Background: an optimization exercise with open tools, aiming at small area, a short achievable clock period and few clock cycles per item. Do not read the settings as production practice. No run shown here included a check of the RTL's function; only the layout flow was run.

===== flow/config.mk =====
export PLATFORM = sky130hd
export DESIGN_NAME = sha256_core
export DESIGN_NICKNAME = sha256_core
export VERILOG_FILES = /design/flow/design.v
export SDC_FILE = /design/flow/constraint.sdc
export NUM_CORES = 4
export LEC_CHECK = 0
export ABC_CLOCK_PERIOD_IN_PS = 4000
export CAP_MARGIN = 20
export CORE_MARGIN = 2
export CORE_UTILIZATION = 40
export SETUP_SLACK_MARGIN = 5
export SLEW_MARGIN = 20

===== flow/constraint.sdc =====
create_clock -name core_clock -period 10.0 [get_ports {clk}]
set_input_delay 2.0000 -clock core_clock [delete_from_list [all_inputs] [get_ports {clk}]]
set_output_delay 2.0000 -clock core_clock [all_outputs]
set_load 0.01 [all_outputs]

===== flow/design.v =====
module sha256_core (
    input  wire         clk,
    input  wire         rst,          
    input  wire         in_valid,
    output wire         in_ready,
    input  wire         in_first,     
    input  wire [511:0] in_block,     
    output reg          out_valid,
    output wire [255:0] out_digest    
);
    localparam [255:0] IV = {32'h6a09e667, 32'hbb67ae85, 32'h3c6ef372, 32'ha54ff53a,
                             32'h510e527f, 32'h9b05688c, 32'h1f83d9ab, 32'h5be0cd19};
    localparam [2047:0] KTAB = {
        32'hc67178f2, 32'hbef9a3f7, 32'ha4506ceb, 32'h90befffa, 32'h8cc70208, 32'h84c87814, 32'h78a5636f, 32'h748f82ee,
        32'h682e6ff3, 32'h5b9cca4f, 32'h4ed8aa4a, 32'h391c0cb3, 32'h34b0bcb5, 32'h2748774c, 32'h1e376c08, 32'h19a4c116,
        32'h106aa070, 32'hf40e3585, 32'hd6990624, 32'hd192e819, 32'hc76c51a3, 32'hc24b8b70, 32'ha81a664b, 32'ha2bfe8a1,
        32'h92722c85, 32'h81c2c92e, 32'h766a0abb, 32'h650a7354, 32'h53380d13, 32'h4d2c6dfc, 32'h2e1b2138, 32'h27b70a85,
        32'h14292967, 32'h06ca6351, 32'hd5a79147, 32'hc6e00bf3, 32'hbf597fc7, 32'hb00327c8, 32'ha831c66d, 32'h983e5152,
        32'h76f988da, 32'h5cb0a9dc, 32'h4a7484aa, 32'h2de92c6f, 32'h240ca1cc, 32'h0fc19dc6, 32'hefbe4786, 32'he49b69c1,
        32'hc19bf174, 32'h9bdc06a7, 32'h80deb1fe, 32'h72be5d74, 32'h550c7dc3, 32'h243185be, 32'h12835b01, 32'hd807aa98,
        32'hab1c5ed5, 32'h923f82a4, 32'h59f111f1, 32'h3956c25b, 32'he9b5dba5, 32'hb5c0fbcf, 32'h71374491, 32'h428a2f98
    };
    reg         run;         
    reg  [6:0]  kc;          
    reg         first;       
    reg  [31:0] a, b, c, d, e, f, g, h, hk;
    reg  [31:0] w [0:15];
    reg  [31:0] q0, q1, q2, q3, r0, r1, r2, r3;
    assign in_ready   = ~run;
    assign out_digest = {q3, q2, q1, q0, r3, r2, r1, r0};
    function [31:0] fa_s(input [31:0] x, input [31:0] y, input [31:0] z);
        fa_s = x ^ y ^ z;
    endfunction
    function [31:0] fa_c(input [31:0] x, input [31:0] y, input [31:0] z);
        fa_c = {(x[30:0] & y[30:0]) | (x[30:0] & z[30:0]) | (y[30:0] & z[30:0]), 1'b0};
    endfunction
    wire [31:0] s1  = {e[5:0], e[31:6]} ^ {e[10:0], e[31:11]} ^ {e[24:0], e[31:25]};
    wire [31:0] ch  = (e & f) | (~e & g);
    wire [31:0] s0  = {a[1:0], a[31:2]} ^ {a[12:0], a[31:13]} ^ {a[21:0], a[31:22]};
    wire [31:0] mj  = (a & b) | (a & c) | (b & c);
    wire [31:0] x1s = fa_s(s1, ch, hk), x1c = fa_c(s1, ch, hk);
    wire [31:0] x2s = fa_s(x1s, x1c, s0), x2c = fa_c(x1s, x1c, s0);
    wire [31:0] x3s = fa_s(x2s, x2c, mj), x3c = fa_c(x2s, x2c, mj);
    wire [31:0] a_new = x3s + x3c;
    wire [31:0] y2s = fa_s(x1s, x1c, d), y2c = fa_c(x1s, x1c, d);
    wire [31:0] e_new = y2s + y2c;
    wire [31:0] sig0 = {w[1][6:0], w[1][31:7]} ^ {w[1][17:0], w[1][31:18]} ^ (w[1] >> 3);
    wire [31:0] sig1 = {w[14][16:0], w[14][31:17]} ^ {w[14][18:0], w[14][31:19]} ^ (w[14] >> 10);
    wire [31:0] m1s = fa_s(sig0, sig1, w[0]), m1c = fa_c(sig0, sig1, w[0]);
    wire [31:0] m2s = fa_s(m1s, m1c, w[9]),  m2c = fa_c(m1s, m1c, w[9]);
    wire [31:0] w_next = m2s + m2c;
    wire [31:0] kn  = KTAB[{kc[5:0], 5'd0} +: 32];
    wire [31:0] p1s = fa_s(g, kn, w[1]), p1c = fa_c(g, kn, w[1]);
    wire [31:0] hk_next = p1s + p1c;
    wire [31:0] hk_init = (in_first ? IV[31:0] : r0) + 32'h428a2f98 + in_block[511:480];
    wire        addph = run & (kc[6] | (kc[5:1] == 5'b11111));
    reg  [31:0] iva, ive;
    always @(*) begin
        case (kc[1:0])
            2'b10: begin iva = IV[159:128]; ive = IV[31:0];   end
            2'b11: begin iva = IV[191:160]; ive = IV[63:32];  end
            2'b00: begin iva = IV[223:192]; ive = IV[95:64];  end
            default: begin iva = IV[255:224]; ive = IV[127:96]; end
        endcase
    end
    wire [31:0] qsum = (first ? iva : q0) + a;
    wire [31:0] rsum = (first ? ive : r0) + e;
    integer i;
    always @(posedge clk) begin
        if (rst) begin
            run       <= 1'b0;
            out_valid <= 1'b0;
        end else begin
            out_valid <= run & (kc == 7'd65);
            if (!run)
                run <= in_valid;
            else if (kc == 7'd65)
                run <= 1'b0;
        end
    end
    always @(posedge clk) begin
        if (!run) begin
            kc    <= 7'd1;
            first <= in_first;
            for (i = 0; i < 16; i = i + 1)
                w[i] <= in_block[511 - 32*i -: 32];
            if (in_first)
                {a, b, c, d, e, f, g, h} <= IV;
            else
                {a, b, c, d, e, f, g, h} <= {q3, q2, q1, q0, r3, r2, r1, r0};
            hk <= hk_init;
        end else begin
            kc <= kc + 7'd1;
            h <= g; g <= f; f <= e; e <= e_new;
            d <= c; c <= b; b <= a; a <= a_new;
            hk <= hk_next;
            for (i = 0; i < 15; i = i + 1)
                w[i] <= w[i + 1];
            w[15] <= w_next;
        end
        if (addph) begin
            q0 <= q1; q1 <= q2; q2 <= q3; q3 <= qsum;
            r0 <= r1; r1 <= r2; r2 <= r3; r3 <= rsum;
        end
    end
endmodule

===== flow/run.sh =====
#!/bin/bash
# synth_recipe.tcl (not shown) runs the flow's synth.tcl, then flattens the netlist and writes it again
# the make line also repeats each setting of config.mk as NAME=value (left out here)
make -C /OpenROAD-flow-scripts/flow DESIGN_CONFIG=/design/flow/config.mk WORK_HOME=/design/flow/orfs CLKGATE_MAP_FILE= SYNTH_SCRIPT=/design/flow/synth_recipe.tcl finish

==> results of run 1 <==
## synth_stat cells (26+ instances only)
| library cell | instances | share of area |
|---|---|---|
| o21ai_0 | 276 | 0.025 |
| nand3_1 | 70 | 0.0064 |
| a21o_1 | 66 | 0.0091 |
| a22o_1 | 64 | 0.010 |
| o211ai_1 | 28 | 0.0039 |
| and3_1 | 27 | 0.0031 |
| clkbuf_1 | 246 | 0.017 |
| nor2b_1 | 31 | 0.0036 |
| fa_1 | 192 | 0.070 |
| mux2i_1 | 35 | 0.0064 |
| a211oi_1 | 46 | 0.0063 |
| xor2_1 | 123 | 0.020 |
| maj3_1 | 47 | 0.0086 |
| nand2_1 | 293 | 0.020 |
| mux2_2 | 491 | 0.10 |
| dfxtp_1 | 777 | 0.29 |
| buf_1 | 28 | 0.0019 |
| xnor2_1 | 341 | 0.055 |
| nand2b_1 | 34 | 0.0039 |
| o21bai_1 | 26 | 0.0036 |
| a21oi_1 | 246 | 0.023 |
| o22a_1 | 77 | 0.012 |
| a31oi_1 | 29 | 0.0033 |
| nor3_1 | 65 | 0.0060 |
| edfxtp_1 | 257 | 0.14 |
| ha_1 | 263 | 0.060 |
| inv_1 | 300 | 0.021 |
| o21a_1 | 46 | 0.0063 |
| nor2_1 | 267 | 0.018 |
## repair_timing
action	4_1_cts	5_1_grt
pin swaps	15	42
setup buffers	34	25
hold endpoints to repair	0	0
setup endpoints to repair	62	43
resized for setup	145	136
## worst reg2reg max path, stage by stage (launching register included)
cell	delay [ns]
dfxtp_1	0.72
xnor2_1	0.18
fa_1	0.65
xor2_2	0.23
xnor2_1	0.12
fa_1	0.54
inv_1	0.08
fa_2	0.43
nor2b_4	0.16
o31ai_4	0.10
a221oi_4	0.44
a211oi_4	0.13
buf_12	0.16
o21ai_4	0.18
and3_4	0.22
nor3_1	0.06
or4_1	0.47
nand3_1	0.07
## cell type report
class                           count  share of cell area
Timing Repair Buffer              878               0.125
Clock buffer                      151              0.0460
Multi-Input combinational cell   3504               0.433
Inverter                          300              0.0165
Antenna cell                        9            0.000324
Clock inverter                     64              0.0111
Sequential cell                  1034               0.336
Tap cell                         1781              0.0320
## cell families (layout without fill, tap and decap cells)
family,count (synthesis),after routing,synth area share
XOR/XNOR,464,464,0.0745
AO/OA/AOI/OAI,1107,1107,0.135
flip-flops,1034,1034,0.427
AND/OR/NAND/NOR,901,901,0.0756
adder cells (fa/ha/maj),502,502,0.139
multiplexers,530,530,0.109
other,0,9,0
buffers and inverters,578,1393,0.0399
## layer usage
metal	track usage	routed length [microns]
met4	0.197	16000
met2	0.551	112000
met3	0.0571	14700
met5	0	142
met1	0.388	90800
## path summary, 6_finish.rpt
| path | end | slack (ns) | depth (start not counted) |
|---|---|---|---|
| worst max-delay path | a[31] | 5.00 | 17 |
| worst max register to register | a[31] | 5.00 | 17 |
| worst min-delay path | w[10][0] | 0.38 | 1 |
| worst min register to register | w[10][0] | 0.38 | 1 |
## per-stage QoR
step / hold slack (ns) / std cells
after global placement: 0.436 / 7437
after detailed placement: 0.439 / 7437
after global routing: 0.408 / 7716
after CTS: 0.377 / 7686
after floorplan: 0.430 / 5116
final: 0.383 / 7721
## state kept, by name, summed over array words and instances, names as in the netlist
name / cells
w: 512
a: 32
b: 32
c: 32
d: 32
e: 32
f: 32
g: 32
hk: 32
q0: 32
q1: 32
q2: 32
q3: 32
r0: 32
r1: 32
r2: 32
r3: 32
kc: 7
first: 1
out_valid: 1
run: 1
==> results by group, run 1 <==
Status
  • Status: finished clean

Timing
  • Hold Violations, Final: 0
  • Post-layout min period: 5.00 ns
  • Worst setup margin: 5.00 ns
  • Slew headroom: 0.333
  • Final slew viol count: 0
  • Setup tns final: 0 ns
  • Endpoints failing setup: 0
  • Unrepaired setup endpoints after global routing: true
  • Measured slew at the worst slew-check pin: 1.00 ns
  • Fmax: 200 MHz
  • Crit share post-route: 0.500
  • Final clock skew: 0.112 ns

Place
  • DP HPWL: 184000 microns
  • Port Buffers: 773
  • Area post-placement: 63900 sq um
  • Routability cong.: 1.07
  • Post-Place Setup Slack: 3.75 ns

Setup path
  • CP max stage cell: dfxtp_1
  • CP Launch Point: e[27]
  • Worst setup SP type: flop
  • R2r startpoint: e[27]
  • Critical path cell sequence: xnor2_1 -> fa_1 -> xor2_2 -> xnor2_1 -> fa_1 -> inv_1 -> fa_2 -> nor2b_4 -> o31ai_4 -> a221oi_4 -> a211oi_4 -> buf_12 -> o21ai_4 -> and3_4 -> nor3_1 -> or4_1 -> nand3_1
  • CP peak stage delay: 0.72 ns
  • WS Path Type: flop to flop
  • Worst-path fanout max: 6
  • WP buf/inv: 2
  • CP top delay family: adder cells
  • Worst endpoint data arrival time: 5.70 ns
  • CP endpoint kind: flop
  • Required time of the critical path: 10.71 ns

Clocking
  • H-tree depth: 3
  • Clock tree from TritonCTS: done
  • CTS Buffer Depth: 3
  • Clk root buf: clkbuf_16
  • CTS Sinks: 1034
  • Post-cts hold buffer count: 0
  • Clock slew at reported path FFs: 0.06 ns
  • Total CTS buffers: 115
  • Worst skew pair latency: 0.79 ns

Detailed routing
  • Detailed router's first-iteration violation count: 3994
  • Antenna-violating nets left: 0
  • DR vias/cell: 5.56
  • Post-Route WL: 233000 microns
  • Via count: 42900
  • WL/cell: 30.2 microns
  • Drt pass-1 iters: 6
  • DRC viols: 0

Floorplan
  • Initial core utilization: 0.403
  • IO Count: 774
  • Die Wd: 373 microns
  • Core Rows: 135
  • Die ar.: 139000 sq um
  • Die height: 373 microns
  • Core Region: 135000 sq um

Cells and area
  • Fin area: 69500 sq um
  • Most common cell after layout, fill and taps aside: clkdlybuf4s50_1
  • Final Core Density: 0.513
  • Most frequent cells in the layout: clkdlybuf4s50_1 (772), dfxtp_1 (738), mux2_2 (491), xnor2_1 (323), inv_1 (293)
  • Fin nets: 6804
  • Area growth syn-to-layout: 27.5%
  • Layout cell share with drive strength beyond 1: 0.176
  • Area occupied by multi-input gates: 30100 sq um
  • Sequential Area: 23300 sq um
  • Fill cells: 12200

Yosys
  • Async set-reset flop share out of synthesis: 0
  • Register area share after synthesis: 0.427
  • Netlist cell types: 93
  • Mapped Area: 54600 sq um
  • Synth warn: 2
  • Syn Area/Cell: 10.7 sq um
  • Flops & latches, synth: 1034
  • Ys flop type: dfxtp_1
  • Post-Syn Nets: 6087
  • Post-synth EDFFs: 257
  • Synth Instances: 5116

GRT
  • GRT Overall Usage: 0.326
  • Global-route wire length before repair: 325000 microns
  • Vias in the first global route: 42900
  • Total global routing overflow: 0
  • Largest net degree at the start of global routing: 178
  • Initial antenna violation count: 26

Hold path
  • HP Class: flop to flop
  • Hold path start: w[11][0]

Flow run
  • Max Cap Violations: 0
==> run 2, diff against run 1 <==
--- a/flow/config.mk
+++ b/flow/config.mk
@@ -5,9 +5,7 @@
 export SDC_FILE = /design/flow/constraint.sdc
 export NUM_CORES = 4
 export LEC_CHECK = 0
-export ABC_CLOCK_PERIOD_IN_PS = 4000
 export CAP_MARGIN = 20
 export CORE_MARGIN = 2
 export CORE_UTILIZATION = 40
-export SETUP_SLACK_MARGIN = 5
 export SLEW_MARGIN = 20
==> run 2 against run 1 <==
Against the previous run:
- count of clock-buffer cells in the layout decreased by 11
- critical path type unchanged
- die area unchanged
- critical endpoint is now hk[30]
- wire length increased by 0.77%
- utilization decreased by 1.2 points
- flip-flop and latch count unchanged
- setup slack got worse by 1.2 ns
- synthesized cell count unchanged
- fmax decreased by 19%
==> results by group, run 2 <==
Cells and area
  • Largest Register: w
  • Area occupied by multi-input gates: 29100 sq um (-3.3%)
  • Most frequent cells in the layout: dfxtp_1 (773), clkdlybuf4s50_1 (772), mux2_2 (491), xnor2_1 (341), inv_1 (299)
  • Sequential Area: 23300 sq um (-0.25%)
  • Area growth syn-to-layout: 24.4%
  • Most common cell after layout, fill and taps aside: dfxtp_1
  • Fin nets: 6752 (-0.76%)
  • Final Non-Filler Cells: 7667 (-0.70%)
  • Largest register FFs: 512 (unchanged)
  • Layout cell share with drive strength beyond 1: 0.136 (-0.0399)
  • Fin area: 67900 sq um (-2.4%)
  • Final Core Density: 0.501 (-0.0122)
  • Fill cells: 12400 (+1.4%)

Timing
  • Crit share post-route: 0.619 (+0.119)
  • Final slew viol count: 0 (unchanged)
  • Unrepaired setup endpoints after global routing: false
  • Setup tns final: 0 ns (unchanged)
  • Post-layout min period: 6.19 ns (+1.19 ns)
  • Endpoints failing setup: 0 (unchanged)
  • Slew headroom: 0.160 (-0.173)
  • Hold Violations, Final: 0 (unchanged)
  • Final clock skew: 0.0507 ns (-0.0618 ns)
  • Fmax: 162 MHz (-19%)
  • Worst setup margin: 3.81 ns (-1.19 ns)
  • Measured slew at the worst slew-check pin: 1.25 ns (+0.252 ns)

Yosys
  • Synth Instances: 5116 (unchanged)
  • Register area share after synthesis: 0.427 (unchanged)
  • Count leader, synth: dfxtp_1
  • Top cells by count, synth: dfxtp_1 (777), mux2_2 (491), xnor2_1 (341), inv_1 (300), nand2_1 (293)
  • Synth area leader: dfxtp_1
  • Synth warn: 2 (unchanged)
  • Synth top area cells: dfxtp_1 (29%), edfxtp_1 (14%), mux2_2 (10%)
  • Syn Area/Cell: 10.7 sq um (unchanged)
  • Async set-reset flop share out of synthesis: 0 (unchanged)
  • Post-Syn Nets: 6087 (unchanged)
  • Mapped Area: 54600 sq um (unchanged)
  • Post-synth EDFFs: 257 (unchanged)
  • Netlist cell types: 93 (unchanged)
  • Ys flop type: dfxtp_1
  • Flops & latches, synth: 1034 (unchanged)
  • Post-synth top area share: 0.285 (unchanged)

Floorplan
  • Die ar.: 139000 sq um (unchanged)
  • Initial core utilization: 0.403 (unchanged)
  • IO Count: 774 (unchanged)
  • Die Wd: 373 microns (unchanged)
  • Die height: 373 microns (unchanged)
  • Core Region: 135000 sq um (unchanged)
  • Core Rows: 135 (unchanged)

GRT
  • Initial antenna violation count: 19 (-27%)
  • GRT Overall Usage: 0.329 (+0.00241)
  • Largest net degree at the start of global routing: 145 (-19%)
  • Total global routing overflow: 0 (unchanged)
  • Vias in the first global route: 42700 (-0.41%)
  • Global-route wire length before repair: 326000 microns (+0.47%)

Clocking
  • Resized Gates After CTS: 0 (-100%)
  • Clk root buf: clkbuf_16
  • Post-cts hold buffer count: 0 (unchanged)
  • Worst skew pair latency: 0.78 ns (about the same)
  • Total CTS buffers: 113 (-1.7%)
  • CTS Sinks: 1034 (unchanged)
  • H-tree depth: 3 (unchanged)
  • Clock tree from TritonCTS: done
  • CTS Buffer Depth: 3 (unchanged)
  • Clock slew at reported path FFs: 0.06 ns (about the same)
  • Setup bufs post-CTS: 0 (-100%)

Setup path
  • CP Launch Point: kc[2]
  • Worst setup SP type: flop
  • Required time of the critical path: 10.59 ns (-0.12 ns)
  • Worst-path fanout max: 63 (+57)
  • WS Path Type: flop to flop
  • R2r startpoint: kc[2]
  • Worst endpoint data arrival time: 6.77 ns (+1.07 ns)
  • CP endpoint kind: flop

Place
  • Area post-placement: 64000 sq um (about the same)
  • Port Buffers: 773 (unchanged)
  • DP HPWL: 189000 microns (+2.3%)
  • Dpl cells: 7447 (+0.13%)
  • Post-Place Setup Slack: 3.77 ns (+0.0155 ns)
  • Routability cong.: 1.01 (-5.9%)

Detailed routing
  • Drt pass-1 iters: 6 (unchanged)
  • Via count: 42100 (-1.8%)
  • Antenna-violating nets left: 0 (unchanged)
  • DRC viols: 0 (unchanged)
  • DR vias/cell: 5.50 (-1.1%)
  • Detailed router's first-iteration violation count: 3640 (-8.9%)
  • Post-Route WL: 235000 microns (+0.77%)
  • WL/cell: 30.7 microns (+1.5%)

Flow run
  • Max Cap Violations: 0 (unchanged)

Status
  • Status: finished clean

Hold path
  • HP Class: flop to flop
  • Hold path start: w[15][16]
==> run 2: cell counts after synthesis <==
No cell type changed its count.
==> run 2: final timing paths <==
kind                                  end  slack [ns]  cells past startpoint
worst max-delay path               hk[30]        3.81                     20
worst min register to register  w[14][16]        0.43                      1
worst max register to register     hk[30]        3.81                     20
worst min-delay path            w[14][16]        0.43                      1
==> run 2: final cells by class <==
type,instances,share of cell area
antenna,7,0.000258
clock buffer,140,0.0454
clock inverter,73,0.0125
inverter,300,0.0167
multi-input combinational,3504,0.429
sequential,1034,0.343
tap,1781,0.0328
timing repair buffer,828,0.120
==> run 2: cell families (layout without fill, tap and decap cells) <==
group | count (synthesis) | in the layout | share of synthesized area
other cells | 0 | 7 | 0
simple gates | 901 | 901 | 0.0756
compound gates | 1107 | 1107 | 0.135
mux | 530 | 530 | 0.109
buf+inv | 578 | 1341 | 0.0399
xor+xnor | 464 | 464 | 0.0745
fa+ha+maj | 502 | 502 | 0.139
flops | 1034 | 1034 | 0.427
==> run 2: per-stage QoR <==
step / hold WS (ns)
after floorplan: 0.430
after global placement: 0.436
after detailed placement: 0.439
after CTS: 0.424
after global routing: 0.438
final: 0.427
==> run 2: worst max-delay path, stage by stage (launching register included) <==
cell and delay (ns):
dfxtp_2 0.31, buf_4 0.59, inv_1 0.09, buf_4 0.27, nor2_1 0.67, nor2_1 0.21, o221ai_1 0.24, o21ai_0 0.13
a21oi_1 0.41, fa_1 0.49, inv_1 0.06, ha_1 0.27, a21oi_1 0.16, o21ai_0 0.10, a21oi_1 0.18, a21boi_1 0.14
o41ai_2 0.80, nor3_1 0.12, a211oi_1 0.42, mux2i_1 0.24, o211ai_1 0.11
==> run 2: per-layer routing <==
| layer | track usage | share of wire |
|---|---|---|
| met5 | 0 | 0.00053 |
| met3 | 0.0572 | 0.054 |
| met4 | 0.184 | 0.065 |
| met2 | 0.565 | 0.49 |
| met1 | 0.388 | 0.39 |
==> run 3, diff against run 2 <==
--- a/flow/design.v
+++ b/flow/design.v
@@ -21,18 +21,39 @@
         32'hab1c5ed5, 32'h923f82a4, 32'h59f111f1, 32'h3956c25b, 32'he9b5dba5, 32'hb5c0fbcf, 32'h71374491, 32'h428a2f98
     };
     reg         run;         
+    reg         rdy;         
+    reg         init;        
     reg  [6:0]  kc;          
     reg         first;       
     reg  [31:0] a, b, c, d, e, f, g, h, hk;
     reg  [31:0] w [0:15];
     reg  [31:0] q0, q1, q2, q3, r0, r1, r2, r3;
-    assign in_ready   = ~run;
+    assign in_ready   = rdy;
     assign out_digest = {q3, q2, q1, q0, r3, r2, r1, r0};
     function [31:0] fa_s(input [31:0] x, input [31:0] y, input [31:0] z);
         fa_s = x ^ y ^ z;
     endfunction
     function [31:0] fa_c(input [31:0] x, input [31:0] y, input [31:0] z);
         fa_c = {(x[30:0] & y[30:0]) | (x[30:0] & z[30:0]) | (y[30:0] & z[30:0]), 1'b0};
+    endfunction
+    function [31:0] add_bk(input [31:0] x, input [31:0] y);
+        reg [31:0] gg, pp;
+        integer i, l;
+        begin
+            gg = x & y;
+            pp = x ^ y;
+            for (l = 1; l < 32; l = l * 2)
+                for (i = 2 * l - 1; i < 32; i = i + 2 * l) begin
+                    gg[i] = gg[i] | (pp[i] & gg[i - l]);
+                    pp[i] = pp[i] & pp[i - l];
+                end
+            for (l = 8; l >= 1; l = l / 2)
+                for (i = 3 * l - 1; i < 32; i = i + 2 * l) begin
+                    gg[i] = gg[i] | (pp[i] & gg[i - l]);
+                    pp[i] = pp[i] & pp[i - l];
+                end
+            add_bk = (x ^ y) ^ {gg[30:0], 1'b0};
+        end
     endfunction
     wire [31:0] s1  = {e[5:0], e[31:6]} ^ {e[10:0], e[31:11]} ^ {e[24:0], e[31:25]};
     wire [31:0] ch  = (e & f) | (~e & g);
@@ -48,11 +69,11 @@
     wire [31:0] sig1 = {w[14][16:0], w[14][31:17]} ^ {w[14][18:0], w[14][31:19]} ^ (w[14] >> 10);
     wire [31:0] m1s = fa_s(sig0, sig1, w[0]), m1c = fa_c(sig0, sig1, w[0]);
     wire [31:0] m2s = fa_s(m1s, m1c, w[9]),  m2c = fa_c(m1s, m1c, w[9]);
-    wire [31:0] w_next = m2s + m2c;
+    wire [31:0] w_next = add_bk(m2s, m2c);
     wire [31:0] kn  = KTAB[{kc[5:0], 5'd0} +: 32];
-    wire [31:0] p1s = fa_s(g, kn, w[1]), p1c = fa_c(g, kn, w[1]);
+    wire [31:0] hn  = init ? (first ? IV[31:0] : r0) : g;
+    wire [31:0] p1s = fa_s(hn, kn, w[0]), p1c = fa_c(hn, kn, w[0]);
     wire [31:0] hk_next = p1s + p1c;
-    wire [31:0] hk_init = (in_first ? IV[31:0] : r0) + 32'h428a2f98 + in_block[511:480];
     wire        addph = run & (kc[6] | (kc[5:1] == 5'b11111));
     reg  [31:0] iva, ive;
     always @(*) begin
@@ -63,40 +84,47 @@
             default: begin iva = IV[255:224]; ive = IV[127:96]; end
         endcase
     end
-    wire [31:0] qsum = (first ? iva : q0) + a;
-    wire [31:0] rsum = (first ? ive : r0) + e;
+    wire [31:0] qsum = add_bk(first ? iva : q0, a);
+    wire [31:0] rsum = add_bk(first ? ive : r0, e);
+    wire        last = run & (kc == 7'd65);
+    wire        take = rdy & in_valid;
     integer i;
     always @(posedge clk) begin
         if (rst) begin
             run       <= 1'b0;
+            rdy       <= 1'b0;
+            init      <= 1'b0;
             out_valid <= 1'b0;
         end else begin
-            out_valid <= run & (kc == 7'd65);
-            if (!run)
-                run <= in_valid;
-            else if (kc == 7'd65)
+            out_valid <= last;
+            init      <= take;
+            if (take)
+                run <= 1'b1;
+            else if (last)
                 run <= 1'b0;
+            rdy <= (run & (kc == 7'd64)) | ((~run | last) & ~take);
         end
     end
     always @(posedge clk) begin
-        if (!run) begin
-            kc    <= 7'd1;
+        if (rdy) begin
             first <= in_first;
             for (i = 0; i < 16; i = i + 1)
                 w[i] <= in_block[511 - 32*i -: 32];
-            if (in_first)
+        end else begin
+            for (i = 0; i < 15; i = i + 1)
+                w[i] <= w[i + 1];
+            w[15] <= w_next;
+        end
+        kc <= take ? 7'd0 : kc + 7'd1;
+        hk <= hk_next;
+        if (init) begin
+            if (first)
                 {a, b, c, d, e, f, g, h} <= IV;
             else
                 {a, b, c, d, e, f, g, h} <= {q3, q2, q1, q0, r3, r2, r1, r0};
-            hk <= hk_init;
         end else begin
-            kc <= kc + 7'd1;
             h <= g; g <= f; f <= e; e <= e_new;
             d <= c; c <= b; b <= a; a <= a_new;
-            hk <= hk_next;
-            for (i = 0; i < 15; i = i + 1)
-                w[i] <= w[i + 1];
-            w[15] <= w_next;
         end
         if (addph) begin
             q0 <= q1; q1 <= q2; q2 <= q3; q3 <= qsum;
--- a/flow/config.mk
+++ b/flow/config.mk
@@ -7,5 +7,7 @@
 export LEC_CHECK = 0
 export CAP_MARGIN = 20
 export CORE_MARGIN = 2
-export CORE_UTILIZATION = 40
+export CORE_UTILIZATION = 55
+export CTS_BUF_LIST = sky130_fd_sc_hd__clkbuf_4
+export SETUP_SLACK_MARGIN = 5
 export SLEW_MARGIN = 20
==> run 3 against run 2 <==
Against the previous run:
- flip-flop and latch count rose by 2
- critical path depth is 4 lower
- sequential share of layout area increased by 1.5 points
- first-iteration DRC count is 12% higher
- register-to-register slack better by 1.1 ns
- fmax is 21% higher
- via count down 6.1%
- global-route usage increased by 5.8 points
==> results by group, run 3 <==
Setup path
  • Worst endpoint data arrival time: 6.20 ns (-0.57 ns)
  • Required time of the critical path: 11.08 ns (+0.49 ns)
  • WS Path Type: flop to flop
  • Most frequent CP cell: nand2_1
  • Worst setup SP type: flop
  • CP max stage cell: a21boi_1
  • Critical path cell sequence: buf_4 -> nand2_1 -> a21boi_1 -> nand2_1 -> o21ai_0 -> mux4_2 -> fa_1 -> ha_1 -> a21oi_1 -> o31ai_1 -> a21o_1 -> o21ai_1 -> a31oi_1 -> or4_1 -> a211o_1 -> o211ai_1
  • CP peak stage delay: 0.61 ns (-0.19 ns)
  • Worst-path fanout max: 9 (-86%)
  • CP endpoint kind: flop
  • Setup slack, reg-to-reg: 4.88 ns (+1.07 ns)

GRT
  • GRT Overall Usage: 0.387 (+0.0582)
  • Vias in the first global route: 39900 (-6.6%)
  • Total global routing overflow: 0 (unchanged)
  • Initial antenna violation count: 23 (+4)
  • Global-route wire length before repair: 265000 microns (-19%)
  • Largest net degree at the start of global routing: 162 (+12%)

Cells and area
  • Area growth syn-to-layout: 27.2%
  • Largest Register: w
  • Most frequent cells in the layout: clkdlybuf4s50_1 (773), dfxtp_1 (713), mux2_2 (516), clkbuf_4 (430), inv_1 (286)
  • Layout cell share with drive strength beyond 1: 0.233 (+0.0971)
  • Fin nets: 6418 (-4.9%)
  • Largest register FFs: 512 (unchanged)
  • Most common cell after layout, fill and taps aside: clkdlybuf4s50_1

Place
  • Routability cong.: 1.02 (+1.2%)
  • Port Buffers: 773 (unchanged)
  • DP HPWL: 148000 microns (-21%)
  • Post-Place Setup Slack: 3.57 ns (-0.192 ns)

Status
  • Status: finished clean

Floorplan
  • Die Wd: 310 microns (-17%)
  • Die ar.: 96200 sq um (-31%)
  • Core Region: 93000 sq um (-31%)
  • IO Count: 774 (unchanged)
  • Core Rows: 112 (-17%)
  • Initial core utilization: 0.554 (+0.151)
  • Die height: 310 microns (-17%)

Timing
  • Measured slew at the worst slew-check pin: 1.07 ns (-0.182 ns)
  • Setup tns final: 0 ns (unchanged)
  • Slew headroom: 0.286 (+0.126)
  • Final slew viol count: 0 (unchanged)
  • Post-layout min period: 5.12 ns (-1.07 ns)
  • Fmax: 195 MHz (+21%)
  • Hold Violations, Final: 0 (unchanged)
  • Final clock skew: 0.0655 ns (+0.0147 ns)
  • Endpoints failing setup: 0 (unchanged)
  • Crit share post-route: 0.512 (-0.107)
  • Unrepaired setup endpoints after global routing: true
  • Worst setup margin: 4.88 ns (+1.07 ns)

Detailed routing
  • Drt pass-1 iters: 7 (+1)
  • Detailed router's first-iteration violation count: 4068 (+12%)
  • Post-Route WL: 190000 microns (-19%)
  • DR vias/cell: 5.73 (+4.2%)
  • Antenna-violating nets left: 0 (unchanged)
  • WL/cell: 27.5 microns (-10%)
  • DRC viols: 0 (unchanged)
  • Via count: 39600 (-6.1%)

Yosys
  • Post-synth top area share: 0.303 (+0.0175)
  • Post-Syn Nets: 5479 (-10%)
  • Ys flop type: dfxtp_1
  • Synth warn: 2 (unchanged)
  • Register area share after synthesis: 0.452 (+0.0258)
  • Synth top area cells: dfxtp_1 (30%), edfxtp_1 (15%), mux2_2 (11%)
  • Netlist cell types: 81 (-13%)
  • Count leader, synth: dfxtp_1
  • Top cells by count, synth: dfxtp_1 (779), mux2_2 (516), xnor2_1 (324), inv_1 (294), fa_1 (263)
  • Synth Instances: 4494 (-12%)
  • Mapped Area: 51500 sq um (-5.5%)
  • Synth area leader: dfxtp_1
  • Post-synth EDFFs: 257 (unchanged)
  • Syn Area/Cell: 11.5 sq um (+7.5%)
  • Flops & latches, synth: 1036 (+0.19%)
  • Async set-reset flop share out of synthesis: 0 (unchanged)

Clocking
  • CTS Buffer Depth: 4 (+1)
  • Worst skew pair latency: 1.19 ns (+0.41 ns)
  • Total CTS buffers: 294 (+160%)
  • Clock tree from TritonCTS: done
  • H-tree depth: 5 (+2)
  • Clk root buf: clkbuf_4
  • Clock slew at reported path FFs: 0.06 ns (about the same)
  • CTS Sinks: 1036 (+0.19%)

Hold path
  • HP Class: flop to flop

Flow run
  • Max Cap Violations: 0 (unchanged)
## run 3: cell count changes after synthesis, moves of 48 or more
cell | before | now
ha_1 | 263 | 206
fa_1 | 192 | 263
nor2_1 | 267 | 218
nand2_1 | 293 | 198
xor2_1 | 123 | 56
o21ai_0 | 276 | 228
## run 3: critical path: cells and delay by family (launching register included)
kind	cells	cell delay [ns]
AO/OA/AOI/OAI	9	2.29
AND/OR/NAND/NOR	3	0.95
multiplexers	1	0.40
adder cells (fa/ha/maj)	2	0.80
buffers and inverters	1	0.19
flip-flops	1	0.37
## run 3: path summary, 6_finish.rpt
kind              startpoint  endpoint  cells after the start
setup / recovery       kc[0]    hk[30]                     16
hold / removal       w[3][1]   w[2][1]                      1
setup reg to reg       kc[0]    hk[30]                     16
hold reg to reg      w[3][1]   w[2][1]                      1
## run 3: cell type report
class | instances | area (sq um)
fill | 7041 | 27500
tap | 1254 | 1570
clock buffer | 430 | 3230
inverter | 297 | 1140
multi-input combinational | 2928 | 27200
clock inverter | 65 | 307
sequential | 1036 | 23400
timing repair buffer | 876 | 8660
antenna | 20 | 50.0
## run 3: logic make-up after synthesis
group	after synthesis	share of synthesized area
DFF	1036	0.452
AOI/OAI and AO/OA	861	0.108
and+or+nand+nor	626	0.0546
muxes	567	0.125
buffers and inverters	530	0.0386
adders and majority gates	494	0.157
xor gates and xnor gates	380	0.0646
## run 3: through the flow
stage,std cells,cell area [sq um],util,hold slack (ns)
2_1_floorplan,4494,51600,-,0.432
3_3_place_gp,6316,60300,0.648,0.436
3_5_place_dp,6316,60300,0.648,0.440
4_1_cts,6853,64700,0.695,0.410
5_1_grt,6898,65500,0.704,0.421
6_report,6906,65500,0.704,0.421
## run 3: metal layers
layer,wire length (microns),track usage,vias to the layer above,part of all wire
met2,94900,0.669,2104,0.50
met4,13000,0.245,14,0.069
met5,89,0,-,0.00047
met1,66500,0.427,19200,0.35
met3,15300,0.0924,585,0.081
li1,-,-,17700,-
## run 3: timing repair
action                     in CTS  in global routing
pin swaps                      38                 59
buffers inserted               42                 33
resized for setup             132                139
hold buffers                    0                  0
setup endpoints to repair      95                 41
gates cloned                    0                  0
==> run 4, diff against run 3 <==
--- a/flow/config.mk
+++ b/flow/config.mk
@@ -8,6 +8,7 @@
 export CAP_MARGIN = 20
 export CORE_MARGIN = 2
 export CORE_UTILIZATION = 55
-export CTS_BUF_LIST = sky130_fd_sc_hd__clkbuf_4
+export CTS_BUF_LIST = sky130_fd_sc_hd__clkbuf_8
+export CTS_CLUSTER_SIZE = 24
 export SETUP_SLACK_MARGIN = 5
 export SLEW_MARGIN = 20
==> run 4 against run 3 <==
Against the previous run:
- first-iteration DRC count down 6.5%
- die area unchanged
- register-to-register slack better by 0.05 ns
- count of clock-buffer cells in the layout down 225
==> results by group, run 4 <==
Status
  • Status: finished clean

Detailed routing
  • Antenna-violating nets left: 0 (unchanged)
  • DRC viols: 0 (unchanged)
  • Detailed router's first-iteration violation count: 3804 (-6.5%)
  • Post-Route WL: 190000 microns (-0.13%)
  • DR vias/cell: 5.79 (+1.0%)
  • Via count: 38900 (-1.6%)
  • Drt pass-1 iters: 8 (+1)
  • WL/cell: 28.2 microns (+2.6%)

Yosys
  • Count leader, synth: dfxtp_1
  • Post-Syn Nets: 5479 (unchanged)
  • Post-synth EDFFs: 257 (unchanged)
  • Async set-reset flop share out of synthesis: 0 (unchanged)
  • Top cells by count, synth: dfxtp_1 (779), mux2_2 (516), xnor2_1 (324), inv_1 (294), fa_1 (263)
  • Ys flop type: dfxtp_1
  • Synth area leader: dfxtp_1
  • Mapped Area: 51500 sq um (unchanged)
  • Register area share after synthesis: 0.452 (unchanged)
  • Synth Instances: 4494 (unchanged)
  • Synth top area cells: dfxtp_1 (30%), edfxtp_1 (15%), mux2_2 (11%)
  • Synth warn: 2 (unchanged)
  • Netlist cell types: 81 (unchanged)
  • Syn Area/Cell: 11.5 sq um (unchanged)
  • Flops & latches, synth: 1036 (unchanged)
  • Post-synth top area share: 0.303 (unchanged)

Timing
  • Slew headroom: 0.271 (-0.0154)
  • Measured slew at the worst slew-check pin: 1.09 ns (+0.0231 ns)
  • Crit share post-route: 0.507 (-0.00525)
  • Fmax: 197 MHz (+1.0%)
  • Final clock skew: 0.0394 ns (-0.0261 ns)
  • Setup tns final: 0 ns (unchanged)
  • Unrepaired setup endpoints after global routing: true
  • Hold Violations, Final: 0 (unchanged)
  • Endpoints failing setup: 0 (unchanged)
  • Post-layout min period: 5.07 ns (-0.0525 ns)
  • Final slew viol count: 0 (unchanged)
  • WHS: 0.433 ns (+0.0128 ns)

Floorplan
  • Core Rows: 112 (unchanged)
  • Die height: 310 microns (unchanged)
  • IO Count: 774 (unchanged)
  • Initial core utilization: 0.554 (unchanged)
  • Die ar.: 96200 sq um (unchanged)
  • Core Region: 93000 sq um (unchanged)
  • Die Wd: 310 microns (unchanged)

Flow run
  • Max Cap Violations: 0 (unchanged)

Place
  • DP HPWL: 148000 microns (unchanged)
  • Routability cong.: 1.02 (unchanged)
  • Port Buffers: 773 (unchanged)

GRT
  • Total global routing overflow: 0 (unchanged)
  • Initial antenna violation count: 26 (+13%)
  • GRT Overall Usage: 0.386 (-0.00101)
  • Vias in the first global route: 38700 (-3.0%)
  • Global-route wire length before repair: 263000 microns (-0.58%)
  • Largest net degree at the start of global routing: 162 (unchanged)

Cells and area
  • Most common cell after layout, fill and taps aside: clkdlybuf4s50_1
  • Largest Register: w
  • Area growth syn-to-layout: 27.1%
  • Layout cell share with drive strength beyond 1: 0.203 (-0.0305)
  • Most frequent cells in the layout: clkdlybuf4s50_1 (773), dfxtp_1 (712), mux2_2 (516), inv_1 (363), xnor2_1 (285)
  • Fill cells: 7022 (-0.27%)
  • Largest register FFs: 512 (unchanged)
  • Fin nets: 6302 (-1.8%)

Clocking
  • Clock slew at reported path FFs: 0.06 ns (about the same)
  • CTS Sinks: 1036 (unchanged)
  • Clock tree from TritonCTS: done
  • CTS Buffer Depth: 3 (-1)
  • Total CTS buffers: 170 (-42%)
  • H-tree depth: 4 (-1)
  • Worst skew pair latency: 0.89 ns (-0.30 ns)
  • Clk root buf: clkbuf_8

Setup path
  • Required time of the critical path: 10.73 ns (-0.35 ns)
  • CP endpoint kind: flop
  • R2r startpoint: w[1][14]
  • Worst setup SP type: flop
  • Worst-path fanout max: 4 (-5)
  • Worst endpoint data arrival time: 5.79 ns (-0.41 ns)
  • CP Launch Point: w[1][14]
  • WS Path Type: flop to flop

Hold path
  • Hold path start: w[8][6]
  • HP Class: flop to flop
[run 4: layout make-up]
class	count	area (sq um)	share of cell area
multi-input combinational	2928	27200	0.415
sequential	1036	23400	0.358
timing repair buffer	884	8750	0.134
clock buffer	205	2820	0.0431
tap	1254	1570	0.0240
inverter	297	1140	0.0174
clock inverter	104	527	0.00804
antenna	16	40.0	0.000611
[run 4: final timing paths]
path	end	slack, ns	cells after the start
min reg2reg	w[7][6]	0.43	1
max	w[15][31]	4.93	20
max reg2reg	w[15][31]	4.93	20
min	w[7][6]	0.43	1
[run 4: cell families after synthesis]
group	share of synthesized area
flip-flops	0.452
buffers and inverters	0.0386
XOR/XNOR	0.0646
adder cells (fa/ha/maj)	0.157
multiplexers	0.125
AO/OA/AOI/OAI	0.108
AND/OR/NAND/NOR	0.0546
[run 4: metrics by stage]
step | worst slack (ns) | cell area (sq um) | instances | util
floorplan | 4.90 | 51600 | 4494 | -
global placement | 3.76 | 60300 | 6316 | 0.648
detailed placement | 3.57 | 60300 | 6316 | 0.648
CTS | 4.90 | 64500 | 6666 | 0.693
global route | 4.81 | 65500 | 6718 | 0.704
finish | 4.93 | 65500 | 6724 | 0.704
[run 4: per-layer routing]
layer	wire, microns	vias up	global-route usage
met5	76	-	0
met4	12600	12	0.223
met3	16100	561	0.0877
met2	94700	2084	0.674
met1	66200	19000	0.432
li1	-	17300	-
[run 4: critical path: stages, from the launching register on]
cell and delay (ns):
dfxtp_1 0.47, xnor2_1 0.15, xnor2_1 0.37, fa_1 0.50
fa_1 0.40, ha_1 0.23, a21o_1 0.18, a21o_1 0.19
a21oi_2 0.13, o21ai_1 0.09, a221o_1 0.37, a21oi_4 0.16
o21ai_2 0.10, a31o_2 0.29, a31o_4 0.24, fa_2 0.37
xnor2_2 0.14, xnor2_1 0.19, xnor2_1 0.15, xnor2_1 0.14
o21ai_1 0.07
[run 4: timing repair]
item                       in CTS  in global routing
hold buffers                    0                  0
setup endpoints to repair      94                 40
buffers inserted               41                 42
resized for setup             127                170
pin swaps                      33                 67
==> run 5, diff against run 4 <==
==> flow/flow/run.sh (new file) <==
#!/bin/bash
set -euo pipefail
export BUFFER_PORTS_ARGS="-buffer_cell sky130_fd_sc_hd__buf_1"
export SETUP_SLACK_MARGIN=6
bash standard.sh > standard_make.log 2>&1
==> flow/standard.sh (new file) <==
#!/bin/bash
# synth_recipe.tcl (not shown) runs the flow's synth.tcl, then flattens the netlist and writes it again
# the make line also repeats each setting of config.mk as NAME=value (left out here)
make -C /OpenROAD-flow-scripts/flow DESIGN_CONFIG=/design/flow/config.mk WORK_HOME=/design/flow/orfs CLKGATE_MAP_FILE= SYNTH_SCRIPT=/design/flow/synth_recipe.tcl "${@:-finish}"
--- a/flow/config.mk
+++ b/flow/config.mk
@@ -10,5 +10,4 @@
 export CORE_UTILIZATION = 55
 export CTS_BUF_LIST = sky130_fd_sc_hd__clkbuf_8
 export CTS_CLUSTER_SIZE = 24
-export SETUP_SLACK_MARGIN = 5
 export SLEW_MARGIN = 20
removed: flow/run.sh
==> run 5 against run 4 <==
Against the previous run:
- utilization down 0.82 points
- die area unchanged
- largest cell class unchanged
- still clean on timing, DRC and antenna
- non-clock buffer count up 160
- sequential share of layout area up 0.52 points
==> results by group, run 5 <==
Detailed routing
  • DRC viols: 0 (unchanged)
  • DR vias/cell: 5.82 (+0.48%)
  • Post-Route WL: 194000 microns (+2.5%)
  • WL/cell: 28.3 microns (+0.19%)
  • Drt pass-1 iters: 9 (+1)
  • Antenna-violating nets left: 0 (unchanged)
  • Detailed router's first-iteration violation count: 3310 (-13%)
  • Via count: 40000 (+2.8%)

Timing
  • Hold Violations, Final: 0 (unchanged)
  • Measured slew at the worst slew-check pin: 1.18 ns (+0.0904 ns)
  • Unrepaired setup endpoints after global routing: true
  • Slew headroom: 0.211 (-0.0603)
  • Final slew viol count: 0 (unchanged)
  • Final clock skew: 0.0610 ns (+0.0217 ns)
  • Crit share post-route: 0.493 (-0.0141)
  • Post-layout min period: 4.93 ns (-0.141 ns)
  • Setup tns final: 0 ns (unchanged)
  • Endpoints failing setup: 0 (unchanged)
  • Fmax: 203 MHz (+2.9%)

Clocking
  • H-tree depth: 4 (unchanged)
  • CTS Buffer Depth: 3 (unchanged)
  • CTS Sinks: 1036 (unchanged)
  • Worst skew pair latency: 0.92 ns (+0.03 ns)
  • Clock slew at reported path FFs: 0.06 ns (about the same)
  • Clk root buf: clkbuf_8
  • Clock tree from TritonCTS: done
  • Total CTS buffers: 172 (+1.2%)

Cells and area
  • Fill cells: 7140 (+1.7%)
  • Largest register FFs: 512 (unchanged)
  • Layout cell share with drive strength beyond 1: 0.285 (+0.0825)
  • Most common cell after layout, fill and taps aside: buf_1
  • Area growth syn-to-layout: 25.6%
  • Most frequent cells in the layout: buf_1 (773), dfxtp_1 (696), mux2_2 (506), inv_1 (324), edfxtp_1 (257)
  • Largest Register: w
  • Fin nets: 6465 (+2.6%)

Yosys
  • Post-synth top area share: 0.303 (unchanged)
  • Synth top area cells: dfxtp_1 (30%), edfxtp_1 (15%), mux2_2 (11%)
  • Ys flop type: dfxtp_1
  • Top cells by count, synth: dfxtp_1 (779), mux2_2 (516), xnor2_1 (324), inv_1 (294), fa_1 (263)
  • Flops & latches, synth: 1036 (unchanged)
  • Async set-reset flop share out of synthesis: 0 (unchanged)
  • Synth Instances: 4494 (unchanged)
  • Count leader, synth: dfxtp_1
  • Netlist cell types: 81 (unchanged)
  • Synth warn: 2 (unchanged)
  • Mapped Area: 51500 sq um (unchanged)
  • Synth area leader: dfxtp_1
  • Register area share after synthesis: 0.452 (unchanged)
  • Post-Syn Nets: 5479 (unchanged)
  • Post-synth EDFFs: 257 (unchanged)
  • Syn Area/Cell: 11.5 sq um (unchanged)

GRT
  • Largest net degree at the start of global routing: 215 (+33%)
  • Total global routing overflow: 0 (unchanged)
  • GRT Overall Usage: 0.393 (+0.00688)
  • Initial antenna violation count: 20 (-23%)
  • Vias in the first global route: 39900 (+3.0%)
  • Global-route wire length before repair: 269000 microns (+2.3%)

Place
  • Port Buffers: 773 (unchanged)
  • Routability cong.: 1.01 (-0.73%)
  • DP HPWL: 146000 microns (-1.5%)

Floorplan
  • IO Count: 774 (unchanged)
  • Core Region: 93000 sq um (unchanged)
  • Die ar.: 96200 sq um (unchanged)
  • Die height: 310 microns (unchanged)
  • Die Wd: 310 microns (unchanged)
  • Initial core utilization: 0.554 (unchanged)
  • Core Rows: 112 (unchanged)

Setup path
  • WP buf/inv: 1 (+1)
  • Critical path cell sequence: xnor2_4 -> xnor2_4 -> fa_1 -> fa_1 -> ha_1 -> a21o_1 -> and4_1 -> o31a_1 -> o32ai_4 -> inv_2 -> a21oi_4 -> o21ai_2 -> a31o_2 -> a31o_4 -> fa_2 -> xnor2_2 -> xnor2_1 -> xnor2_1 -> xnor2_1 -> o21ai_1
  • Worst setup SP type: flop
  • CP max stage cell: fa_1
  • CP peak stage delay: 0.58 ns (+0.08 ns)
  • CP endpoint kind: flop
  • Most frequent CP cell: xnor2_1
  • CP top delay family: adder cells
  • Worst endpoint data arrival time: 5.65 ns (-0.14 ns)
  • Worst-path fanout max: 2 (-2)
  • Required time of the critical path: 10.72 ns (about the same)
  • WS Path Type: flop to flop

Status
  • Status: finished clean

Flow run
  • Max Cap Violations: 0 (unchanged)

Hold path
  • HP Class: flop to flop
## run 5: cell counts after synthesis
No cell type changed its count.
## run 5: metal layers
layer | track usage | wire length (microns) | vias to the layer above
met5 | 0.00455 | 167 | -
met4 | 0.238 | 13100 | 22
met3 | 0.0956 | 16000 | 618
met2 | 0.667 | 95600 | 2056
met1 | 0.447 | 69600 | 19700
li1 | - | - | 17600
## run 5: what timing repair did
action | in CTS | in global routing
pin swaps | 194 | 188
cloned | 3 | 1
hold buffers | 0 | 0
buffers inserted | 168 | 73
gates resized for setup | 504 | 290
setup endpoints to repair | 218 | 126
## run 5: worst register-to-register path: stages (launching register included)
cell and delay [ns]:
dfxtp_4 0.37, xnor2_4 0.22, xnor2_4 0.13, fa_1 0.58, fa_1 0.44, ha_1 0.28, a21o_1 0.17, and4_1 0.16
o31a_1 0.29, o32ai_4 0.27, inv_2 0.10, a21oi_4 0.16, o21ai_2 0.09, a31o_2 0.27, a31o_4 0.23, fa_2 0.35
xnor2_2 0.14, xnor2_1 0.14, xnor2_1 0.19, xnor2_1 0.14, o21ai_1 0.07
## run 5: metrics by stage
stage,hold WS [ns],std cells,util,area [sq um],setup WS (ns)
after CTS,0.419,6796,0.675,62800,4.91
after detailed placement,0.440,6315,0.599,55800,4.40
after floorplan,0.432,4494,-,52100,4.90
final,0.421,6880,0.695,64700,5.07
after global routing,0.426,6879,0.695,64700,4.93
after global placement,0.436,6315,0.599,55800,4.41
## run 5: layout make-up
class / count / area, sq um / area share
Sequential cell: 1036 / 23500 / 0.363
Tap cell: 1254 / 1570 / 0.0242
Clock buffer: 202 / 2780 / 0.0430
Antenna cell: 10 / 25.0 / 0.000387
Multi-Input combinational cell: 2929 / 29500 / 0.455
Timing Repair Buffer: 1044 / 5600 / 0.0865
Clock inverter: 108 / 594 / 0.00918
Inverter: 297 / 1160 / 0.0179
## run 5: cell families (layout without fill, tap and decap cells)
group / after synthesis / in the layout / share of synthesized area
flops: 1036 / 1036 / 0.452
buf+inv: 530 / 1651 / 0.0386
xor+xnor: 380 / 380 / 0.0646
fa+ha+maj: 494 / 494 / 0.157
simple gates: 626 / 627 / 0.0546
other cells: 0 / 10 / 0
compound gates: 861 / 861 / 0.108
mux: 567 / 567 / 0.125
## run 5: path summary, 6_finish.rpt
check / start / to / cells past startpoint / slack, ns
hold / removal: w[6][30] / w[5][30] / 1 / 0.42
setup / recovery: w[1][5] / w[15][31] / 20 / 5.07
setup reg to reg: w[1][5] / w[15][31] / 20 / 5.07
hold reg to reg: w[6][30] / w[5][30] / 1 / 0.42
==> run 6, diff against run 5 <==
==> flow/flow/run.sh (replaced) <==
#!/bin/bash
set -euo pipefail
export BUFFER_PORTS_ARGS="-buffer_cell sky130_fd_sc_hd__buf_1"
export SETUP_SLACK_MARGIN=7
bash standard.sh > standard_make.log 2>&1
==> run 6 against run 5 <==
Against the previous run:
- hold slack better by 0.0037 ns
- global-route usage is 1.2 points higher
- register-to-register slack worse by 0.17 ns
- sequential share of layout area is 1.8 points lower
- critical path type unchanged
- highest routed layer unchanged
==> results by group, run 6 <==
Detailed routing
  • Detailed router's first-iteration violation count: 4293 (+30%)
  • Post-Route WL: 204000 microns (+5.0%)
  • Antenna-violating nets left: 0 (unchanged)
  • Drt pass-1 iters: 6 (-3)
  • Via count: 42000 (+5.0%)
  • DR vias/cell: 5.82 (about the same)
  • DRC viols: 0 (unchanged)
  • WL/cell: 28.3 microns (+0.11%)

Yosys
  • Synth area leader: dfxtp_1
  • Netlist cell types: 81 (unchanged)
  • Register area share after synthesis: 0.452 (unchanged)
  • Synth top area cells: dfxtp_1 (30%), edfxtp_1 (15%), mux2_2 (11%)
  • Count leader, synth: dfxtp_1
  • Ys flop type: dfxtp_1
  • Post-Syn Nets: 5479 (unchanged)
  • Flops & latches, synth: 1036 (unchanged)
  • Top cells by count, synth: dfxtp_1 (779), mux2_2 (516), xnor2_1 (324), inv_1 (294), fa_1 (263)
  • Async set-reset flop share out of synthesis: 0 (unchanged)
  • Post-synth top area share: 0.303 (unchanged)
  • Syn Area/Cell: 11.5 sq um (unchanged)
  • Post-synth EDFFs: 257 (unchanged)
  • Synth warn: 2 (unchanged)
  • Mapped Area: 51500 sq um (unchanged)
  • Synth Instances: 4494 (unchanged)

Timing
  • Unrepaired setup endpoints after global routing: true
  • Post-layout min period: 5.10 ns (+0.170 ns)
  • Final clock skew: 0.0443 ns (-0.0167 ns)
  • Final slew viol count: 0 (unchanged)
  • Endpoints failing setup: 0 (unchanged)
  • Measured slew at the worst slew-check pin: 1.06 ns (-0.121 ns)
  • Fmax: 196 MHz (-3.3%)
  • Hold Violations, Final: 0 (unchanged)
  • Slew headroom: 0.291 (+0.0806)
  • Crit share post-route: 0.510 (+0.0170)
  • WHS: 0.425 ns (+0.00367 ns)
  • Setup tns final: 0 ns (unchanged)

Cells and area
  • Most common cell after layout, fill and taps aside: dfxtp_1
  • Largest Register: w
  • Fin nets: 6806 (+5.3%)
  • Fill cells: 6734 (-5.7%)
  • Most frequent cells in the layout: dfxtp_1 (709), buf_1 (546), mux2_2 (506), buf_4 (488), inv_1 (328)
  • Largest register FFs: 512 (unchanged)
  • Layout cell share with drive strength beyond 1: 0.371 (+0.0851)
  • Area growth syn-to-layout: 32.0%

Clocking
  • H-tree depth: 4 (unchanged)
  • Post-cts hold buffer count: 0 (unchanged)
  • Worst skew pair latency: 0.89 ns (-0.03 ns)
  • Clock tree from TritonCTS: done
  • Clk root buf: clkbuf_8
  • Clock slew at reported path FFs: 0.07 ns (about the same)
  • Total CTS buffers: 167 (-2.9%)
  • CTS Sinks: 1036 (unchanged)
  • CTS Buffer Depth: 3 (unchanged)

Floorplan
  • Initial core utilization: 0.554 (unchanged)
  • Die Wd: 310 microns (unchanged)
  • IO Count: 774 (unchanged)
  • Die ar.: 96200 sq um (unchanged)
  • Die height: 310 microns (unchanged)
  • Core Region: 93000 sq um (unchanged)
  • Core Rows: 112 (unchanged)

Place
  • DP HPWL: 146000 microns (about the same)
  • Port Buffers: 773 (unchanged)
  • Routability cong.: 1.02 (+0.45%)

Setup path
  • Required time of the critical path: 10.72 ns (about the same)
  • WS Path Type: flop to flop
  • CP endpoint kind: flop
  • Worst-path fanout max: 4 (+2)
  • Worst endpoint data arrival time: 5.82 ns (+0.17 ns)
  • Worst setup SP type: flop

Flow run
  • Max Cap Violations: 0 (unchanged)

GRT
  • Largest net degree at the start of global routing: 202 (-6.0%)
  • Vias in the first global route: 41200 (+3.5%)
  • GRT Overall Usage: 0.405 (+0.0124)
  • Global-route wire length before repair: 278000 microns (+3.3%)
  • Total global routing overflow: 0 (unchanged)
  • Initial antenna violation count: 21 (+5.0%)

Status
  • Status: finished clean

Hold path
  • HP Class: flop to flop
## run 6: path summary, 6_finish.rpt
| check | to | from | slack (ns) | cells after the start |
|---|---|---|---|---|
| max | w[15][31] | w[1][16] | 4.90 | 20 |
| min | w[1][2] | w[2][2] | 0.42 | 1 |
| max reg2reg | w[15][31] | w[1][16] | 4.90 | 20 |
| min reg2reg | w[1][2] | w[2][2] | 0.42 | 1 |
## run 6: per-stage QoR
step | instances | util | worst slack (ns) | cell area (sq um)
3_3_place_gp | 6315 | 0.604 | 4.34 | 56200
6_report | 7217 | 0.731 | 4.90 | 68000
5_1_grt | 7213 | 0.731 | 4.78 | 68000
2_1_floorplan | 4494 | - | 4.90 | 52500
4_1_cts | 7030 | 0.703 | 4.96 | 65400
3_5_place_dp | 6315 | 0.604 | 4.37 | 56200
## run 6: repair_timing
| item | CTS | global route |
|---|---|---|
| pin swaps | 212 | 178 |
| endpoints found under the hold margin | 0 | 0 |
| setup endpoints to repair | 907 | 549 |
| gates cloned | 3 | 1 |
| setup buffers | 413 | 174 |
| gates resized for setup | 561 | 453 |
## run 6: cell families after synthesis
group                      synth area share
and+or+nand+nor                      0.0546
xor gates and xnor gates             0.0646
DFF                                   0.452
adders and majority gates             0.157
muxes                                 0.125
buffers and inverters                0.0386
AOI/OAI and AO/OA                     0.108
## run 6: area by class of cell
cell class              instances  area [sq um]  share of cell area
inverters                     297          1160              0.0170
flip-flops and latches       1036         23500               0.345
clock inverters                99           661             0.00971
repair buffers               1390          8650               0.127
clock buffers                 200          2750              0.0405
well taps                    1254          1570              0.0231
multi-input cells            2929         29700               0.437
diodes                         12          30.0            0.000441
## run 6: layer usage
layer,GRT usage,vias to the layer above,wire length (microns),share of wire
met3,0.104,689,18900,0.092
li1,-,18300,-,-
met5,0,-,90,0.00044
met4,0.247,14,15700,0.077
met1,0.456,20500,70400,0.35
met2,0.690,2540,99000,0.49
## run 6: critical path: stages, from the launching register on
cell and delay, ns:
dfxtp_2 0.41, xnor2_1 0.11, xnor2_1 0.32, fa_1 0.55, fa_1 0.56, ha_4 0.22, a21o_1 0.16, a21o_1 0.18
a21oi_2 0.18, o21ai_0 0.13, a221o_1 0.35, a21oi_4 0.17, o21ai_2 0.08, a31o_2 0.26, a31o_4 0.24, fa_2 0.36
xnor2_2 0.16, xnor2_2 0.15, xnor2_1 0.18, xnor2_1 0.14, o21ai_1 0.07

[afterwards: timing with drivers on the ports]
No port has a modelled driver above. Below, the same layouts with a new extraction and two added sets of constraints.
Step 1, drivers: a clkbuf_16 drives clk and a buf_2 each remaining input, both assumed.
Step 2, shift: input delay + t, output delay - t, t = (earliest + latest rising clock arrival at the registers) / 2. This alone moves slack from input paths to output paths.
Three values: ideal, step 1, step 2; two values: the first two.
run | shift t [ns] | slack for setup (ns) | worst register clock-pin slew, ns
run 1 | 0.805 | 5.001 / 5.001 / 4.261 | 0.08 / 0.08
run 2 | 0.828 | 3.811 / 3.811 / 3.673 | 0.07 / 0.07
run 3 | 1.232 | 4.878 / 4.878 / 4.878 | 0.08 / 0.08
run 4 | 0.948 | 4.931 / 4.931 / 4.931 | 0.09 / 0.09
run 5 | 0.966 | 5.072 / 5.072 / 5.072 | 0.08 / 0.08
run 6 | 0.949 | 4.902 / 4.902 / 4.902 | 0.08 / 0.08
After both steps setup and hold are still met in every run listed. For run 1, which loses most, drivers alone change the setup slack by 0.000 ns; drivers and shift together by -0.740 ns.
